This design comes from an exercise in tuning for small area, a short achievable clock period and few clock cycles per item on the open sky130 flow, not from production work. Function was checked by simulation only, so behaviour that the tests miss may differ from the original.

File: flow/run.sh
#!/bin/bash
# synth_recipe.tcl (not shown) runs the flow's synth.tcl, then flattens the netlist and writes it again
# the make line also repeats each setting of config.mk as NAME=value (left out here)
make -C /OpenROAD-flow-scripts/flow DESIGN_CONFIG=/design/flow/config.mk WORK_HOME=/design/flow/orfs CLKGATE_MAP_FILE= SYNTH_SCRIPT=/design/flow/synth_recipe.tcl finish
File: flow/config.mk
export PLATFORM = sky130hd
export DESIGN_NAME = rs_locator
export DESIGN_NICKNAME = rs_locator
export VERILOG_FILES = /design/flow/design.v
export SDC_FILE = /design/flow/constraint.sdc
export NUM_CORES = 4
export LEC_CHECK = 0
export CAP_MARGIN = 20
export CORE_MARGIN = 2
export CORE_UTILIZATION = 30
export PLACE_DENSITY = 0.45
export SETUP_SLACK_MARGIN = 5
export SLEW_MARGIN = 20
File: flow/constraint.sdc
create_clock -name core_clock -period 12.0 [get_ports {clk}]
set_input_delay 2.4000 -clock core_clock [delete_from_list [all_inputs] [get_ports {clk}]]
set_output_delay 2.4000 -clock core_clock [all_outputs]
set_load 0.01 [all_outputs]
File: flow/design.v
module rl_gf_mul (
    input  wire [15:0] a,
    input  wire [15:0] b,
    output wire [15:0] y
);
    function [6:0] pm4(input [3:0] x, input [3:0] z);
        integer i, j;
        begin
            pm4 = 7'd0;
            for (i = 0; i < 4; i = i + 1)
                for (j = 0; j < 4; j = j + 1)
                    pm4[i+j] = pm4[i+j] ^ (x[i] & z[j]);
        end
    endfunction
    function [14:0] pm8(input [7:0] x, input [7:0] z);
        reg [6:0] l, h, m;
        begin
            l = pm4(x[3:0], z[3:0]);
            h = pm4(x[7:4], z[7:4]);
            m = pm4(x[3:0] ^ x[7:4], z[3:0] ^ z[7:4]) ^ l ^ h;
            pm8 = {h, 8'd0} ^ {4'd0, m, 4'd0} ^ {8'd0, l};
        end
    endfunction
    wire [14:0] lo = pm8(a[7:0], b[7:0]);
    wire [14:0] hi = pm8(a[15:8], b[15:8]);
    wire [14:0] md = pm8(a[7:0] ^ a[15:8], b[7:0] ^ b[15:8]) ^ lo ^ hi;
    wire [30:0] p  = {hi, 16'd0} ^ {8'd0, md, 8'd0} ^ {16'd0, lo};
    assign y[0] = ^{p[0], p[16], p[20], p[24], p[28], p[29]};
    assign y[1] = ^{p[1], p[16], p[17], p[20], p[21], p[24], p[25], p[28], p[30]};
    assign y[2] = ^{p[2], p[17], p[18], p[21], p[22], p[25], p[26], p[29]};
    assign y[3] = ^{p[3], p[16], p[18], p[19], p[20], p[22], p[23], p[24], p[26], p[27], p[28], p[29], p[30]};
    assign y[4] = ^{p[4], p[17], p[19], p[20], p[21], p[23], p[24], p[25], p[27], p[28], p[29], p[30]};
    assign y[5] = ^{p[5], p[18], p[20], p[21], p[22], p[24], p[25], p[26], p[28], p[29], p[30]};
    assign y[6] = ^{p[6], p[19], p[21], p[22], p[23], p[25], p[26], p[27], p[29], p[30]};
    assign y[7] = ^{p[7], p[20], p[22], p[23], p[24], p[26], p[27], p[28], p[30]};
    assign y[8] = ^{p[8], p[21], p[23], p[24], p[25], p[27], p[28], p[29]};
    assign y[9] = ^{p[9], p[22], p[24], p[25], p[26], p[28], p[29], p[30]};
    assign y[10] = ^{p[10], p[23], p[25], p[26], p[27], p[29], p[30]};
    assign y[11] = ^{p[11], p[24], p[26], p[27], p[28], p[30]};
    assign y[12] = ^{p[12], p[16], p[20], p[24], p[25], p[27]};
    assign y[13] = ^{p[13], p[17], p[21], p[25], p[26], p[28]};
    assign y[14] = ^{p[14], p[18], p[22], p[26], p[27], p[29]};
    assign y[15] = ^{p[15], p[19], p[23], p[27], p[28], p[30]};
endmodule
module rl_gf_lin (input wire [15:0] a, output wire [15:0] sq, output wire [15:0] f8,
                  output wire [15:0] f9, output wire [15:0] f4);
    function [15:0] fsq(input [15:0] a);
        begin
            fsq[0] = ^(a & 16'h5501);
            fsq[1] = ^(a & 16'hd500);
            fsq[2] = ^(a & 16'h2a02);
            fsq[3] = ^(a & 16'hff00);
            fsq[4] = ^(a & 16'hd404);
            fsq[5] = ^(a & 16'hfe00);
            fsq[6] = ^(a & 16'ha808);
            fsq[7] = ^(a & 16'hfc00);
            fsq[8] = ^(a & 16'h5010);
            fsq[9] = ^(a & 16'hf800);
            fsq[10] = ^(a & 16'ha020);
            fsq[11] = ^(a & 16'hf000);
            fsq[12] = ^(a & 16'h1540);
            fsq[13] = ^(a & 16'h6000);
            fsq[14] = ^(a & 16'h2a80);
            fsq[15] = ^(a & 16'hc000);
        end
    endfunction
    function [15:0] ff8(input [15:0] a);
        begin
            ff8[0] = ^(a & 16'h080b);
            ff8[1] = ^(a & 16'h0646);
            ff8[2] = ^(a & 16'h7c0e);
            ff8[3] = ^(a & 16'he85e);
            ff8[4] = ^(a & 16'h0074);
            ff8[5] = ^(a & 16'hee32);
            ff8[6] = ^(a & 16'h9258);
            ff8[7] = ^(a & 16'h8504);
            ff8[8] = ^(a & 16'hdb2a);
            ff8[9] = ^(a & 16'hc796);
            ff8[10] = ^(a & 16'h2f84);
            ff8[11] = ^(a & 16'he612);
            ff8[12] = ^(a & 16'h3584);
            ff8[13] = ^(a & 16'h2820);
            ff8[14] = ^(a & 16'h4620);
            ff8[15] = ^(a & 16'h8820);
        end
    endfunction
    function [15:0] ff9(input [15:0] a);
        begin
            ff9[0] = ^(a & 16'h8f01);
            ff9[1] = ^(a & 16'h0f2a);
            ff9[2] = ^(a & 16'h0fe2);
            ff9[3] = ^(a & 16'h068e);
            ff9[4] = ^(a & 16'ha80e);
            ff9[5] = ^(a & 16'hdda4);
            ff9[6] = ^(a & 16'hae4c);
            ff9[7] = ^(a & 16'h1a32);
            ff9[8] = ^(a & 16'h73d0);
            ff9[9] = ^(a & 16'h35b6);
            ff9[10] = ^(a & 16'h4e32);
            ff9[11] = ^(a & 16'hd3a4);
            ff9[12] = ^(a & 16'h5372);
            ff9[13] = ^(a & 16'h6e00);
            ff9[14] = ^(a & 16'h8ca0);
            ff9[15] = ^(a & 16'hce00);
        end
    endfunction
    function [15:0] ff4(input [15:0] a);
        begin
            ff4[0] = ^(a & 16'hefeb);
            ff4[1] = ^(a & 16'h6726);
            ff4[2] = ^(a & 16'hc77c);
            ff4[3] = ^(a & 16'h2666);
            ff4[4] = ^(a & 16'h7ecc);
            ff4[5] = ^(a & 16'h8afc);
            ff4[6] = ^(a & 16'he5c4);
            ff4[7] = ^(a & 16'h6c44);
            ff4[8] = ^(a & 16'hf224);
            ff4[9] = ^(a & 16'hfba4);
            ff4[10] = ^(a & 16'h7778);
            ff4[11] = ^(a & 16'h82dc);
            ff4[12] = ^(a & 16'h34f6);
            ff4[13] = ^(a & 16'habe0);
            ff4[14] = ^(a & 16'hf9f8);
            ff4[15] = ^(a & 16'h0be0);
        end
    endfunction
    assign sq = fsq(a);
    assign f8 = ff8(a);
    assign f9 = ff9(a);
    assign f4 = ff4(a);
endmodule
module rl_gf_inv256 (input wire [15:0] a, output wire [15:0] y);
    function [7:0] phi(input [7:0] k);
        begin
            phi[0] = ^(k & 8'h57);
            phi[1] = ^(k & 8'h02);
            phi[2] = ^(k & 8'h04);
            phi[3] = ^(k & 8'hdc);
            phi[4] = ^(k & 8'h7c);
            phi[5] = ^(k & 8'hb8);
            phi[6] = ^(k & 8'haa);
            phi[7] = ^(k & 8'h56);
        end
    endfunction
    function [15:0] psi(input [7:0] c);    
        begin
            psi[0] = ^(c & 8'h81);
            psi[1] = ^(c & 8'h02);
            psi[2] = ^(c & 8'h04);
            psi[3] = ^(c & 8'h5a);
            psi[4] = ^(c & 8'h62);
            psi[5] = ^(c & 8'h58);
            psi[6] = ^(c & 8'h5c);
            psi[7] = ^(c & 8'hc8);
            psi[8] = ^(c & 8'he4);
            psi[9] = ^(c & 8'hd0);
            psi[10] = ^(c & 8'h88);
            psi[11] = ^(c & 8'h58);
            psi[12] = ^(c & 8'h48);
            psi[13] = ^(c & 8'ha0);
            psi[14] = ^(c & 8'h60);
            psi[15] = ^(c & 8'ha0);
        end
    endfunction
    function [3:0] mul16(input [3:0] x, input [3:0] z);
        reg [6:0] p;
        integer i, j;
        begin
            p = 7'd0;
            for (i = 0; i < 4; i = i + 1)
                for (j = 0; j < 4; j = j + 1)
                    p[i+j] = p[i+j] ^ (x[i] & z[j]);
            mul16 = p[3:0] ^ ({4{p[4]}} & 4'h3) ^ ({4{p[5]}} & 4'h6) ^ ({4{p[6]}} & 4'hc);
        end
    endfunction
    function [3:0] inv16(input [3:0] x);
        begin
            case (x)
                4'h0: inv16 = 4'h0;
                4'h1: inv16 = 4'h1;
                4'h2: inv16 = 4'h9;
                4'h3: inv16 = 4'he;
                4'h4: inv16 = 4'hd;
                4'h5: inv16 = 4'hb;
                4'h6: inv16 = 4'h7;
                4'h7: inv16 = 4'h6;
                4'h8: inv16 = 4'hf;
                4'h9: inv16 = 4'h2;
                4'ha: inv16 = 4'hc;
                4'hb: inv16 = 4'h5;
                4'hc: inv16 = 4'ha;
                4'hd: inv16 = 4'h4;
                4'he: inv16 = 4'h3;
                4'hf: inv16 = 4'h8;
                default: inv16 = 4'h0;
            endcase
        end
    endfunction
    function [3:0] lsq16(input [3:0] x);
        begin
            case (x)
                4'h0: lsq16 = 4'h0;
                4'h1: lsq16 = 4'h8;
                4'h2: lsq16 = 4'h6;
                4'h3: lsq16 = 4'he;
                4'h4: lsq16 = 4'hb;
                4'h5: lsq16 = 4'h3;
                4'h6: lsq16 = 4'hd;
                4'h7: lsq16 = 4'h5;
                4'h8: lsq16 = 4'ha;
                4'h9: lsq16 = 4'h2;
                4'ha: lsq16 = 4'hc;
                4'hb: lsq16 = 4'h4;
                4'hc: lsq16 = 4'h1;
                4'hd: lsq16 = 4'h9;
                4'he: lsq16 = 4'h7;
                4'hf: lsq16 = 4'hf;
                default: lsq16 = 4'h0;
            endcase
        end
    endfunction
    function [3:0] sq16(input [3:0] x);
        begin
            case (x)
                4'h0: sq16 = 4'h0;
                4'h1: sq16 = 4'h1;
                4'h2: sq16 = 4'h4;
                4'h3: sq16 = 4'h5;
                4'h4: sq16 = 4'h3;
                4'h5: sq16 = 4'h2;
                4'h6: sq16 = 4'h7;
                4'h7: sq16 = 4'h6;
                4'h8: sq16 = 4'hc;
                4'h9: sq16 = 4'hd;
                4'ha: sq16 = 4'h8;
                4'hb: sq16 = 4'h9;
                4'hc: sq16 = 4'hf;
                4'hd: sq16 = 4'he;
                4'he: sq16 = 4'hb;
                4'hf: sq16 = 4'ha;
                default: sq16 = 4'h0;
            endcase
        end
    endfunction
    wire [7:0] hl = phi({a[9], a[8], a[7], a[4], a[3], a[2], a[1], a[0]});
    wire [3:0] h = hl[7:4], l = hl[3:0];
    wire [3:0] di = inv16(lsq16(h) ^ mul16(h, l) ^ sq16(l));
    assign y = psi({mul16(h, di), mul16(h ^ l, di)});
endmodule
module rl_gf_log (input wire [15:0] x, output reg v, output reg [7:0] p);
    always @* begin
        v = 1'b1;
        case (x)
            16'h0001: p = 8'd0;
            16'h0002: p = 8'd1;
            16'h0004: p = 8'd2;
            16'h0008: p = 8'd3;
            16'h0010: p = 8'd4;
            16'h0020: p = 8'd5;
            16'h0040: p = 8'd6;
            16'h0080: p = 8'd7;
            16'h0100: p = 8'd8;
            16'h0200: p = 8'd9;
            16'h0400: p = 8'd10;
            16'h0800: p = 8'd11;
            16'h1000: p = 8'd12;
            16'h2000: p = 8'd13;
            16'h4000: p = 8'd14;
            16'h8000: p = 8'd15;
            16'h100b: p = 8'd16;
            16'h2016: p = 8'd17;
            16'h402c: p = 8'd18;
            16'h8058: p = 8'd19;
            16'h10bb: p = 8'd20;
            16'h2176: p = 8'd21;
            16'h42ec: p = 8'd22;
            16'h85d8: p = 8'd23;
            16'h1bbb: p = 8'd24;
            16'h3776: p = 8'd25;
            16'h6eec: p = 8'd26;
            16'hddd8: p = 8'd27;
            16'habbb: p = 8'd28;
            16'h477d: p = 8'd29;
            16'h8efa: p = 8'd30;
            16'h0dff: p = 8'd31;
            16'h1bfe: p = 8'd32;
            16'h37fc: p = 8'd33;
            16'h6ff8: p = 8'd34;
            16'hdff0: p = 8'd35;
            16'hafeb: p = 8'd36;
            16'h4fdd: p = 8'd37;
            16'h9fba: p = 8'd38;
            16'h2f7f: p = 8'd39;
            16'h5efe: p = 8'd40;
            16'hbdfc: p = 8'd41;
            16'h6bf3: p = 8'd42;
            16'hd7e6: p = 8'd43;
            16'hbfc7: p = 8'd44;
            16'h6f85: p = 8'd45;
            16'hdf0a: p = 8'd46;
            16'hae1f: p = 8'd47;
            16'h4c35: p = 8'd48;
            16'h986a: p = 8'd49;
            16'h20df: p = 8'd50;
            16'h41be: p = 8'd51;
            16'h837c: p = 8'd52;
            16'h16f3: p = 8'd53;
            16'h2de6: p = 8'd54;
            16'h5bcc: p = 8'd55;
            16'hb798: p = 8'd56;
            16'h7f3b: p = 8'd57;
            16'hfe76: p = 8'd58;
            16'hece7: p = 8'd59;
            16'hc9c5: p = 8'd60;
            16'h8381: p = 8'd61;
            16'h1709: p = 8'd62;
            16'h2e12: p = 8'd63;
            16'h5c24: p = 8'd64;
            16'hb848: p = 8'd65;
            16'h609b: p = 8'd66;
            16'hc136: p = 8'd67;
            16'h9267: p = 8'd68;
            16'h34c5: p = 8'd69;
            16'h698a: p = 8'd70;
            16'hd314: p = 8'd71;
            16'hb623: p = 8'd72;
            16'h7c4d: p = 8'd73;
            16'hf89a: p = 8'd74;
            16'he13f: p = 8'd75;
            16'hd275: p = 8'd76;
            16'hb4e1: p = 8'd77;
            16'h79c9: p = 8'd78;
            16'hf392: p = 8'd79;
            16'hf72f: p = 8'd80;
            16'hfe55: p = 8'd81;
            16'heca1: p = 8'd82;
            16'hc949: p = 8'd83;
            16'h8299: p = 8'd84;
            16'h1539: p = 8'd85;
            16'h2a72: p = 8'd86;
            16'h54e4: p = 8'd87;
            16'ha9c8: p = 8'd88;
            16'h439b: p = 8'd89;
            16'h8736: p = 8'd90;
            16'h1e67: p = 8'd91;
            16'h3cce: p = 8'd92;
            16'h799c: p = 8'd93;
            16'hf338: p = 8'd94;
            16'hf67b: p = 8'd95;
            16'hfcfd: p = 8'd96;
            16'he9f1: p = 8'd97;
            16'hc3e9: p = 8'd98;
            16'h97d9: p = 8'd99;
            16'h3fb9: p = 8'd100;
            16'h7f72: p = 8'd101;
            16'hfee4: p = 8'd102;
            16'hedc3: p = 8'd103;
            16'hcb8d: p = 8'd104;
            16'h8711: p = 8'd105;
            16'h1e29: p = 8'd106;
            16'h3c52: p = 8'd107;
            16'h78a4: p = 8'd108;
            16'hf148: p = 8'd109;
            16'hf29b: p = 8'd110;
            16'hf53d: p = 8'd111;
            16'hfa71: p = 8'd112;
            16'he4e9: p = 8'd113;
            16'hd9d9: p = 8'd114;
            16'ha3b9: p = 8'd115;
            16'h5779: p = 8'd116;
            16'haef2: p = 8'd117;
            16'h4def: p = 8'd118;
            16'h9bde: p = 8'd119;
            16'h27b7: p = 8'd120;
            16'h4f6e: p = 8'd121;
            16'h9edc: p = 8'd122;
            16'h2db3: p = 8'd123;
            16'h5b66: p = 8'd124;
            16'hb6cc: p = 8'd125;
            16'h7d93: p = 8'd126;
            16'hfb26: p = 8'd127;
            16'he647: p = 8'd128;
            16'hdc85: p = 8'd129;
            16'ha901: p = 8'd130;
            16'h4209: p = 8'd131;
            16'h8412: p = 8'd132;
            16'h182f: p = 8'd133;
            16'h305e: p = 8'd134;
            16'h60bc: p = 8'd135;
            16'hc178: p = 8'd136;
            16'h92fb: p = 8'd137;
            16'h35fd: p = 8'd138;
            16'h6bfa: p = 8'd139;
            default: begin v = 1'b0; p = 8'd0; end
        endcase
    end
endmodule
module rs_locator (
    input  wire         clk,
    input  wire         rst,
    input  wire         in_valid,
    output wire         in_ready,
    input  wire [127:0] in_syn,       
    output reg          out_valid,
    input  wire         out_ready,
    output reg  [1:0]   out_status,   
    output reg  [1:0]   out_count,    
    output reg  [23:0]  out_pos,      
    output reg  [47:0]  out_val       
);
    localparam [1:0] ST_CLEAN = 2'd0, ST_CORR = 2'd1, ST_UNC = 2'd2, ST_TAG = 2'd3;
    localparam integer P  = 8;
    localparam integer PW = 3;
    localparam integer IDLE = 0,
                       L2 = 1, L3A = 2, L3B = 3, L4A = 4, L4B = 5, L5 = 6,
                       V1A = 7,
                       F31 = 8, F32 = 9, F33 = 10, F34 = 11, F35 = 12, W3 = 13,
                       Q1 = 14, Q2 = 15, Q3 = 16,
                       P21 = 17, P22 = 18, P23 = 19, W2 = 20, R21 = 21, R22 = 22, V1B = 23;
    localparam integer NS = 24;
    function [15:0] sel(input c, input [15:0] v);
        sel = {16{c}} & v;
    endfunction
    reg  [NS-1:0] st;
    reg  [15:0] S0, S1, S2, S3, S4, S5, S6, S7;
    wire [15:0] I1 = in_syn[31:16], I2 = in_syn[47:32], I3 = in_syn[63:48], I4 = in_syn[79:64];
    reg  [15:0] g0, g1, g2, g3, g4, g5;
    reg  [15:0] a0, a1, a2, a3;
    reg  [15:0] xa, xb;                      
    reg  [15:0] chk;                         
    reg         lval;                        
    reg         ridx;                        
    reg         fail, clean;
    reg         cact, need2;
    reg  [1:0]  nf;
    reg  [7:0]  base;
    reg  [15:0] t1, t2, t3, xp;
    wire go       = in_valid && (!out_valid || out_ready);
    wire fin_flag = fail || clean || (chk != 16'h0000);
    wire fin_ok   = st[V1B] || st[R22] || (st[Q3] && ridx);
    assign in_ready = fin_flag || fin_ok;
    wire sI  = st[IDLE];                      
    wire sL1 = sI && go, sL2 = st[L2], sL3A = st[L3A], sL3B = st[L3B], sL4A = st[L4A], sL4B = st[L4B];
    wire sL5 = st[L5], sV1A = st[V1A], sV1B = st[V1B];
    wire sF31 = st[F31], sF32 = st[F32], sF33 = st[F33], sF34 = st[F34], sF35 = st[F35];
    wire sQ1 = st[Q1], sQ2 = st[Q2], sQ3 = st[Q3];
    wire sP21 = st[P21], sP22 = st[P22], sP23 = st[P23], sR21 = st[R21], sR22 = st[R22];
    wire [15:0] sq_S1, sq_S2, sq_S3, sq_S4, sq_S5, sq_S6;
    wire [15:0] f8_a0, t_g0, sq_g4, sq_g5, f8_g5, sq_x, f9_x;
    rl_gf_lin u_l1 (.a(S1), .sq(sq_S1), .f8(), .f9(), .f4());
    rl_gf_lin u_l2 (.a(I2), .sq(sq_S2), .f8(), .f9(), .f4());
    rl_gf_lin u_l3 (.a(I3), .sq(sq_S3), .f8(), .f9(), .f4());
    rl_gf_lin u_l4 (.a(S4), .sq(sq_S4), .f8(), .f9(), .f4());
    rl_gf_lin u_l5 (.a(S5), .sq(sq_S5), .f8(), .f9(), .f4());
    rl_gf_lin u_l6 (.a(S6), .sq(sq_S6), .f8(), .f9(), .f4());
    rl_gf_lin u_la (.a(a0), .sq(),      .f8(f8_a0), .f9(), .f4());
    rl_gf_lin u_g4 (.a(g4), .sq(sq_g4), .f8(),      .f9(), .f4());
    rl_gf_lin u_g5 (.a(g5), .sq(sq_g5), .f8(f8_g5), .f9(), .f4());
    rl_gf_inv256 u_t (.a(g0), .y(t_g0));      
    wire [15:0] xr = ridx ? xb : xa;         
    rl_gf_lin u_lr (.a(xr), .sq(sq_x), .f8(), .f9(f9_x), .f4());
    wire [15:0] dq   = sq_x ^ g5;            
    wire [15:0] f8dq = f9_x ^ f8_g5;         
    wire [15:0] m0y, m1y, m2y, m3y;
    wire [15:0] m0a = sel(sI, I2) | sel(sL5, S2) | sel(sL2, S0) | sel(sL3A | sF32 | sP21, a0) | sel(sL3B, S4) |
                      sel(sL4A | sL4B, S3) | sel(sV1A, g1) | sel(sF31 | sP23, S6) |
                      sel(sF33 | sP22 | sQ2, f8_a0) | sel(sQ1, dq);
    wire [15:0] m0b = sel(sI, I4) | sel(sL2, S4) | sel(sL3A | sF32 | sP21, f8_a0) | sel(sL3B, g5) |
                      sel(sL4A | sL4B | sP23, g4) | sel(sL5, g0) | sel(sV1A | sF33 | sP22 | sQ2, t_g0) |
                      sel(sF31, a0) | sel(sQ1, f8dq);
    wire [15:0] m1a = sel(sI, I2) | sel(sL4A | sL4B, S2) | sel(sL2 | sL3A, S1) | sel(sL3B | sL5 | sF31, S5) |
                      sel(sF32 | sP22, S7) | sel(sF34 | sQ3 | sP23, g0) | sel(sF35 | sR21, S0) |
                      sel(sQ1, xr) | sel(sP21, S4) | sel(sR22, S1 ^ a1);
    wire [15:0] m1b = sel(sI, I3) | sel(sL2, S2) | sel(sL3A, f8_a0) | sel(sL3B | sL4A | sL4B | sQ3, g3) |
                      sel(sL5 | sP22 | sR22, g5) | sel(sF31 | sF34, a1) | sel(sF32, a0) |
                      sel(sF35 | sP21, g4) | sel(sQ1, a2) | sel(sP23, sq_g4) | sel(sR21, g4 ^ xa);
    wire [15:0] m2a = sel(sI, I1) | sel(sF35, S1) | sel(sL2 | sQ1, S0) | sel(sL3A | sL5 | sP21, S3) |
                      sel(sL3B | sF31 | sF33, S4) | sel(sL4A, g5) | sel(sL4B | sV1A | sP22, S5) |
                      sel(sF32, S6) | sel(sF34 | sP23, g0);
    wire [15:0] m2b = sel(sI, I4) | sel(sL2, S3) | sel(sL3A, S5) | sel(sL3B, g1) |
                      sel(sL4A | sL4B | sF35 | sP22, g4) | sel(sL5, g2) | sel(sV1A, S7) |
                      sel(sF31 | sF34, a2) | sel(sF32, a1) | sel(sF33, a3) | sel(sQ1, sq_x) |
                      sel(sP21, g3) | sel(sP23, sq_g5);
    wire [15:0] m3a = sel(sI, I1) | sel(sL2 | sF35, S0) | sel(sL3A | sL4B | sP22, S4) |
                      sel(sL3B | sF31, S3) | sel(sL4A | sF32 | sP23, S5) | sel(sL5, S2) | sel(sP21, S6);
    wire [15:0] m3b = sel(sI, I3) | sel(sL2, S2) | sel(sL3A, S6) | sel(sL3B, g0) |
                      sel(sL4A | sF35 | sP21, g5) | sel(sL4B, g2) | sel(sL5, g1) | sel(sF31, a3) |
                      sel(sF32, a2) | sel(sP22 | sP23, g3);
    rl_gf_mul u_m0 (.a(m0a), .b(m0b), .y(m0y));
    rl_gf_mul u_m1 (.a(m1a), .b(m1b), .y(m1y));
    rl_gf_mul u_m2 (.a(m2a), .b(m2b), .y(m2y));
    rl_gf_mul u_m3 (.a(m3a), .b(m3b), .y(m3y));
    wire [15:0] m12  = m1y ^ m2y;
    wire [15:0] m23  = m2y ^ m3y;
    wire [15:0] m123 = m1y ^ m2y ^ m3y;
    wire [15:0] lx = sel(sR21, g4 ^ xa) | sel(sQ1, g4 ^ xa ^ xb) | sel(sV1B, a1);
    wire       lg_v;
    wire [7:0] lg_p;
    rl_gf_log u_log (.x(lx), .v(lg_v), .p(lg_p));
    wire [15:0] c0 = need2 ? a3 : g3;
    function [15:0] mula(input [15:0] a);      
        mula = {a[14:0], 1'b0} ^ (a[15] ? 16'h100B : 16'h0000);
    endfunction
    wire [P-1:0] hit;
    wire [15:0] c1 [0:P], c2 [0:P], c3 [0:P], lane_x [0:P];
    assign c1[0] = t1; assign c2[0] = t2; assign c3[0] = t3; assign lane_x[0] = xp;
    genvar gi;
    generate
        for (gi = 0; gi < P; gi = gi + 1) begin : lane
            wire [15:0] v = c1[gi] ^ c2[gi] ^ c3[gi] ^ c0;
            assign hit[gi] = (v == 16'h0000) && ({1'b0, base} + gi < 140);
            assign c1[gi+1] = mula(c1[gi]);
            assign c2[gi+1] = mula(mula(c2[gi]));
            assign c3[gi+1] = mula(mula(mula(c3[gi])));
            assign lane_x[gi+1] = mula(lane_x[gi]);
        end
    endgenerate
    reg  [P-1:0] h1, h2;
    reg          seen1, seen2;
    reg  [15:0]  fx1, fx2;
    reg  [PW-1:0] fi1, fi2;
    integer n;
    always @* begin
        seen1 = 1'b0; seen2 = 1'b0;
        h1 = {P{1'b0}}; h2 = {P{1'b0}};
        for (n = 0; n < P; n = n + 1) begin
            h1[n] = hit[n] && !seen1;
            h2[n] = hit[n] && seen1 && !seen2;
            seen2 = seen2 || (hit[n] && seen1);
            seen1 = seen1 || hit[n];
        end
        fx1 = 16'h0000; fx2 = 16'h0000;
        fi1 = {PW{1'b0}}; fi2 = {PW{1'b0}};
        for (n = 0; n < P; n = n + 1) begin
            fx1 = fx1 | sel(h1[n], lane_x[n]);
            fx2 = fx2 | sel(h2[n], lane_x[n]);
            fi1 = fi1 | ({PW{h1[n]}} & n[PW-1:0]);
            fi2 = fi2 | ({PW{h2[n]}} & n[PW-1:0]);
        end
    end
    wire [7:0]   fp1    = base + {{(8-PW){1'b0}}, fi1};
    wire [7:0]   fp2    = base + {{(8-PW){1'b0}}, fi2};
    wire         any1   = |hit;
    wire         any2   = |h2;
    wire         last_blk = ({1'b0, base} + P >= 140);
    wire         cap_a  = cact && any1 && nf == 2'd0;                  
    wire         cap_b1 = cact && any1 && nf == 2'd1;                  
    wire         cap_b2 = cact && any2 && nf == 2'd0 && need2;         
    wire [1:0]   nf_n   = nf + {1'b0, cap_a | cap_b1} + {1'b0, cap_b2};
    wire         c_done = cact && (need2 ? nf_n[1] : (nf_n != 2'd0));   
    wire bz_n  = (g3 == 16'h0000) && (m12 == 16'h0000) && ((sq_S1 ^ m3y) == 16'h0000);
    wire a3z_n = (m123 == 16'h0000);
    wire wq    = sF35 || st[W3] || (sQ3 && !ridx);                
    wire rdy3  = sF35 ? (nf != 2'd0) : st[W3] ? (nf > {1'b0, ridx}) : (nf == 2'd2);
    wire wr2   = sP23 || st[W2];
    reg  [NS-1:0] nx;
    always @* begin
        nx = {NS{1'b0}};
        nx[IDLE] = (st[IDLE] && !go) || fin_ok;
        nx[L2]   = sL1;
        nx[L3A]  = sL2 && bz_n;
        nx[L3B]  = sL2 && !bz_n;
        nx[V1A]  = sL3A;
        nx[V1B]  = sV1A;
        nx[L4A]  = sL3B && a3z_n;
        nx[L4B]  = sL3B && !a3z_n;
        nx[L5]   = sL4B;
        nx[F31]  = sL5;
        nx[F32]  = sF31;
        nx[F33]  = sF32;
        nx[F34]  = sF33;
        nx[F35]  = sF34;
        nx[Q1]   = wq && rdy3;
        nx[W3]   = wq && !rdy3;
        nx[Q2]   = sQ1;
        nx[Q3]   = sQ2;
        nx[P21]  = sL4A;
        nx[P22]  = sP21;
        nx[P23]  = sP22;
        nx[R21]  = wr2 && (nf != 2'd0);
        nx[W2]   = wr2 && (nf == 2'd0);
        nx[R22]  = sR21;
        if (fin_flag)
            nx = {{(NS-1){1'b0}}, 1'b1};
    end
    wire [15:0] e_last = m1y;                
    wire        v1_ok  = lg_v;                      
    always @(posedge clk) begin
        {S7, S6, S5, S4, S3, S2, S1, S0} <= in_syn;
        if (sL1 | sL3A | sF32 | sF33 | sP21 | sP22 | sQ1 | sQ2)
            g0 <= m0y ^ sel(sI, sq_S3);
        if (sL1 | sL3A)
            g1 <= sel(sI, m12) | sel(sL3A, m1y);
        if (sL1 | sL2)
            g2 <= sel(sI, m3y) | sel(sL2, g2 ^ m0y);
        if (sL1 | sF32 | sQ1)
            g3 <= sel(sI, sq_S2 ^ m3y) | sel(sF32, m123) | sel(sQ1, a1 ^ m12);
        if (sL2 | sF34 | sP23)
            g4 <= sel(sL2, m12) | sel(sF34 | sP23, m1y);
        if (sL2 | sF34 | sP23)
            g5 <= sel(sL2, sq_S1 ^ m3y) | sel(sF34 | sP23, m2y);
        if (sL2 | sL3B | sL4A | sL4B | sQ1)
            a0 <= sel(sL2, S0) | sel(sL3B, m0y) | sel(sL4A, m2y) | sel(sL4B, a0 ^ m0y ^ m1y) | sel(sQ1, dq);
        if (sV1A | sL4A | sL5 | sF35 | sP22 | sR21)
            a1 <= sel(sV1A, m0y) | sel(sL4A, m3y) | sel(sP22 | sR21, m1y) | sel(sL5, m123) | sel(sF35, S2 ^ m23);
        if (sL4B | sL5 | sF35 | sP21)
            a2 <= sel(sL4B, m23) | sel(sL5, a2 ^ m0y) | sel(sF35, S1 ^ m1y) | sel(sP21, m3y);
        if (sL3B)
            a3 <= m123;
        chk <= sel(sL3A, (m2y ^ sq_S4) | (m3y ^ sq_S5) | g0) | sel(sV1A, m2y ^ sq_S6) |
               sel(sL4A, a0 ^ m0y ^ m1y) | sel(sF31, m0y ^ m123) | sel(sF33, g3 ^ m2y) |
               sel(sP21, a1 ^ m12) | sel(sP22, a2 ^ m23) | sel(sP23, a1 ^ m0y ^ m3y);
        if (sF35) ridx <= 1'b0;
        if (sQ3)  ridx <= 1'b1;
        if (cap_a)  xa <= fx1;
        if (cap_b1) xb <= fx1;
        if (cap_b2) xb <= fx2;
        if (cact) begin
            nf   <= nf_n;
            t1   <= c1[P];
            t2   <= c2[P];
            t3   <= c3[P];
            xp   <= lane_x[P];
            base <= base + P;
        end
        if (sL2) begin
            t1 <= m12; t2 <= sq_S1 ^ m3y; t3 <= 16'h0000;
            need2 <= 1'b0;
        end
        if (sL5) begin
            t1 <= a2 ^ m0y; t2 <= m123; t3 <= a0;
            need2 <= 1'b1;
        end
        if (sL2 | sL5) begin
            xp <= 16'h0001; base <= 8'd0; nf <= 2'd0;
        end
        if (sL1)
            out_pos <= 24'd0;
        if (cap_a)
            out_pos[7:0] <= fp1;
        if (cap_b1)
            out_pos[15:8] <= fp1;
        if (cap_b2)
            out_pos[15:8] <= fp2;
        if (sR21)
            out_pos[15:8] <= lg_p;
        if (sQ1 && ridx)
            out_pos[23:16] <= lg_p;
        if (sR21)
            lval <= lg_v && (lg_p > out_pos[7:0]);
        if (sQ1 && ridx)
            lval <= lg_v && (lg_p > out_pos[15:8]);
        if (sL1)
            out_val <= 48'd0;
        if (sQ3 && !ridx)
            out_val[15:0] <= e_last;
        if (rst) begin
            st        <= {{(NS-1){1'b0}}, 1'b1};
            out_valid <= 1'b0;
            cact      <= 1'b0;
            fail      <= 1'b0;
            clean     <= 1'b0;
            chk       <= 16'h0000;
        end else begin
            st <= nx;
            if (out_valid && out_ready)
                out_valid <= 1'b0;
            if (sL1 && in_syn == 128'd0)
                clean <= 1'b1;
            if ((sL3A && (S0 == 16'h0000 || S1 == 16'h0000)) ||
                (sL4A && (g5 == 16'h0000 || g4 == 16'h0000)) ||
                (sL5 && a0 == 16'h0000) ||
                (cact && last_blk && !c_done))           
                fail <= 1'b1;
            if (sL2 | sL5)
                cact <= 1'b1;
            else if (c_done || last_blk)
                cact <= 1'b0;
            if (sV1B) begin
                out_valid <= 1'b1;
                cact <= 1'b0;
                out_status <= v1_ok ? ((lg_p >= 8'd136) ? ST_TAG : ST_CORR) : ST_UNC;
                out_count  <= v1_ok ? 2'd1 : 2'd0;
                out_pos    <= v1_ok ? {16'd0, lg_p} : 24'd0;
                out_val    <= v1_ok ? {32'd0, S0} : 48'd0;
            end
            if (sR22) begin
                out_valid <= 1'b1;
                cact <= 1'b0;
                out_status <= lval ? ((out_pos[15:8] >= 8'd136) ? ST_TAG : ST_CORR) : ST_UNC;
                out_count  <= lval ? 2'd2 : 2'd0;
                if (!lval) out_pos <= 24'd0;
                out_val    <= lval ? {16'd0, S0 ^ e_last, e_last} : 48'd0;
            end
            if (sQ3 && ridx) begin
                out_valid <= 1'b1;
                cact <= 1'b0;
                out_status <= lval ? ((out_pos[23:16] >= 8'd136) ? ST_TAG : ST_CORR) : ST_UNC;
                out_count  <= lval ? 2'd3 : 2'd0;
                if (!lval) out_pos <= 24'd0;
                out_val    <= lval ? {S0 ^ out_val[15:0] ^ e_last, e_last, out_val[15:0]} : 48'd0;
            end
            if (fin_flag) begin
                out_valid  <= 1'b1;
                out_status <= clean ? ST_CLEAN : ST_UNC;
                out_count  <= 2'd0;
                out_pos    <= 24'd0;
                out_val    <= 48'd0;
                cact  <= 1'b0;
            end
            if (fin_flag || fin_ok) begin
                fail  <= 1'b0;
                clean <= 1'b0;
                chk   <= 16'h0000;
            end
        end
    end
endmodule
==> results.txt <==
Port Buffers approximately 210; total negative slack 0 ns; compound-cell area share of the yosys netlist between 10% and 20%; Worst Path Arrival ~8.6 ns; Post-synth ARST share 0%; cell area after layout between 80000 and 90000 sq um; xor/xnor share of the synthesized area a little under two fifths; sequential element share of the synthesized area 20.9%; Worst Max-Slew Pin Slew around 1.3 ns; cts bufs inserted 75; Core Area about 200000 sq um; worst hold-check path type reg -> reg; synthesized instance count about 7600; Final Util 40.4%; clk latency of the worst-skew pair a little under 0.8 ns; via-per-instance ratio 6.42; H-tree levels 3; first-pass GRT wire length between 600 and 700 mm; CTS Root Buffer Type clkbuf_16; Crit path largest cell delay about 0.49 ns; hold slack 0.457 ns; critical path startpoint category flop; CP max-delay cell xnor3_2; Fmax 126 MHz; Area growth syn-to-layout 34.0%; DP Area slightly below 70000 sq um; Post-Synth Adder-Cell Area about 1.3%; Hold Violations, Final 0; # rows ~170; initial antenna violation count 54; Routed WL between 400 and 500 mm; unrepaired setup endpoints after global routing yes; GPL Wtd Cong 1.13; largest reg by FF count out_val; synth unique cells about 110; clock slew at the register clock pins of the worst setup and hold paths 0.06 ns; number of synthesized flops with an enable pin ~260; largest net degree at the start of global routing between 70 and 80; clk_skew approximately 0.055 ns; Routed Antenna Nets 0; I/O pins between 200 and 250; CTS sink cnt 514; Worst Path Required 12.70 ns; Synth Cell Area slightly above 60000 sq um; DIE AREA ~210000 sq um; final setup vio count 0; multiplexer area fraction after synthesis about 1.8%; vias in the first global route 65300; Main synth FF type edfxtp_1; fin. max-slew vios 0; chip width about 460 um; GRT Residual Overflow 0; total of max-cap violations 0; wire length per cell between 40 and 50 um; Vias 71000; Iter 0 DRT Violations between 10000 and 15000; first-pass iteration count of the detailed router 10; Max clock buf depth 3; crit path kind reg -> reg; fraction of layout cells with a size suffix above 1 approximately a quarter; Final HPWL DP about 360 mm; syn_nets 7811; gr usage total between 40% and 50%; max reg flops between 40 and 50; post-synthesis simple-gate area fraction 16.4%; Initial Util a little under a third; nets approximately 8500; CTS tree yes; Crit. End Element flop; crit-path max FO 5; YS warnings 5; status complete, no violations; Avg Inst Size Synth between 8 and 9 sq um; largest family of logic cells by synthesized area XOR/XNOR gates; Residual DRC 0; Die Span Y 458 um; Tcrit/Tclk final between 60% and 70%; Slew HR about a tenth; Top Registers out_val (48), out_pos (24), st (24); FF+latch count, synth 514; Period minus WS final about 7.9 ns
-- critical path: cells and delay by family (launching register included) --
kind | cells | cell delay [ns]
xor+xnor | 12 | 3.45
simple gates | 2 | 0.21
compound gates | 7 | 1.61
buf+inv | 9 | 1.25
fa+ha+maj | 2 | 0.34
flops | 1 | 0.40
mux | 2 | 0.56
-- layout make-up --
type	count	area (sq um)
diodes	35	87.6
clock buffers	96	2030
clock inverters	44	483
fillers	20600	122000
inverters	179	709
multi-input cells	6362	52900
flip-flops and latches	514	12900
well taps	2688	3360
repair buffers	1127	10300
repair inverters	1	5.00
-- kinds of logic (layout without fill, tap and decap cells) --
group | count (synthesis) | after routing
XOR/XNOR | 2475 | 2475
AND/OR/NAND/NOR | 2253 | 2253
AO/OA/AOI/OAI | 1465 | 1465
buffers and inverters | 741 | 1447
flip-flops | 514 | 514
multiplexers | 106 | 106
adder cells (fa/ha/maj) | 63 | 63
other | 0 | 35
-- routing by layer --
| layer | part of all wire, % | track usage [%] | routed length (um) | up-vias |
|---|---|---|---|---|
| met5 | 0.19 | 0.804 | 918 | - |
| met4 | 9.5 | 31.7 | 45600 | 35 |
| met3 | 13 | 18.2 | 63400 | 1746 |
| met2 | 40 | 62.4 | 193000 | 5869 |
| met1 | 37 | 53.1 | 178000 | 35200 |
| li1 | - | - | - | 28100 |
-- final timing paths --
kind	from	to	slack [ns]	cells after the start
worst max register to register	g0[8]	chk[5]	4.08	34
worst max-delay path	g0[8]	chk[5]	4.08	34
worst min-delay path	out_val[35]	out_val[35]	0.46	2
worst min register to register	out_val[35]	out_val[35]	0.46	2
-- stage by stage --
stage	worst slack [ns]	instances
final	4.08	11000
after global routing	3.89	11000
after CTS	3.96	10800
after detailed placement	1.96	10400
after global placement	1.92	10400
after floorplan	4.53	7617
-- cells in the final DEF (no fill, tap or decap), drive strengths merged, types with 30 or more instances in the layout --
| cell | n |
|---|---|
| a211oi | 43 |
| a21oi | 184 |
| a221o | 30 |
| a221oi | 158 |
| a222oi | 197 |
| a22o | 54 |
| a22oi | 233 |
| a31oi | 53 |
| and2 | 43 |
| and3 | 47 |
| buf | 922 |
| clkbuf | 108 |
| clkdlybuf4s50 | 158 |
| dfxtp | 253 |
| diode | 35 |
| edfxtp | 261 |
| ha | 61 |
| inv | 181 |
| mux2i | 80 |
| nand2 | 783 |
| nand2b | 46 |
| nand3 | 190 |
| nand4 | 88 |
| nor2 | 719 |
| nor2b | 37 |
| nor3 | 100 |
| nor4 | 99 |
| o211ai | 39 |
| o21ai | 250 |
| or3 | 39 |
| xnor2 | 1757 |
| xnor3 | 57 |
| xor2 | 653 |
-- what timing repair did --
| item | CTS | global route |
|---|---|---|
| cloned | 0 | 1 |
| resized for setup | 732 | 445 |
| endpoints found under the setup margin | 287 | 188 |
| hold buffers | 0 | 0 |
| setup buffers | 307 | 207 |
| pin swaps | 250 | 254 |
-- synthesized netlist by cell type, drive strengths merged, types with 57 or more instances --
| cell type | number | area share [%] |
|---|---|---|
| nand3 | 190 | 1.5 |
| xnor3 | 57 | 2.1 |
| a21oi | 184 | 1.5 |
| a222oi | 197 | 3.2 |
| xor2 | 653 | 9.5 |
| dfxtp | 253 | 8.2 |
| nor2 | 719 | 4.4 |
| nand2 | 783 | 4.8 |
| inv | 174 | 1.1 |
| xnor2 | 1757 | 25 |
| nor4 | 99 | 1.0 |
| edfxtp | 261 | 13 |
| buf | 90 | 0.61 |
| nand4 | 88 | 0.90 |
| nor3 | 100 | 0.84 |
| a22oi | 233 | 2.9 |
| o21ai | 250 | 2.1 |
| ha | 61 | 1.2 |
| a221oi | 158 | 2.3 |
| clkbuf | 472 | 2.9 |
| mux2i | 80 | 1.3 |
Testbench counts, summed over its fixed seeds: cycles 4,921, items 480.

## re-timing with driven ports
How much do the figures lean on ideal ports? The routed layout below was timed once more, with nothing changed but the port constraints.
Step 1, drivers: a clkbuf_16 drives clk and a buf_2 each remaining input, both assumed.
Step 2 moves the port delays by t, midway between the first and last clock arrival at a register: inputs arrive t later, outputs are due t later. That takes back most of the time a late clock gives input paths.
a / b / c = ideal ports / drivers / drivers and shift; a / b = the first two.
shift t [ns]: 0.857
setup slack, ns: 4.082 / 4.082 / 3.357
worst setup path at the end: input to register
After both steps this run still meets setup and hold. The setup slack of this run moves by 0.000 ns with the drivers and by -0.725 ns with both steps.
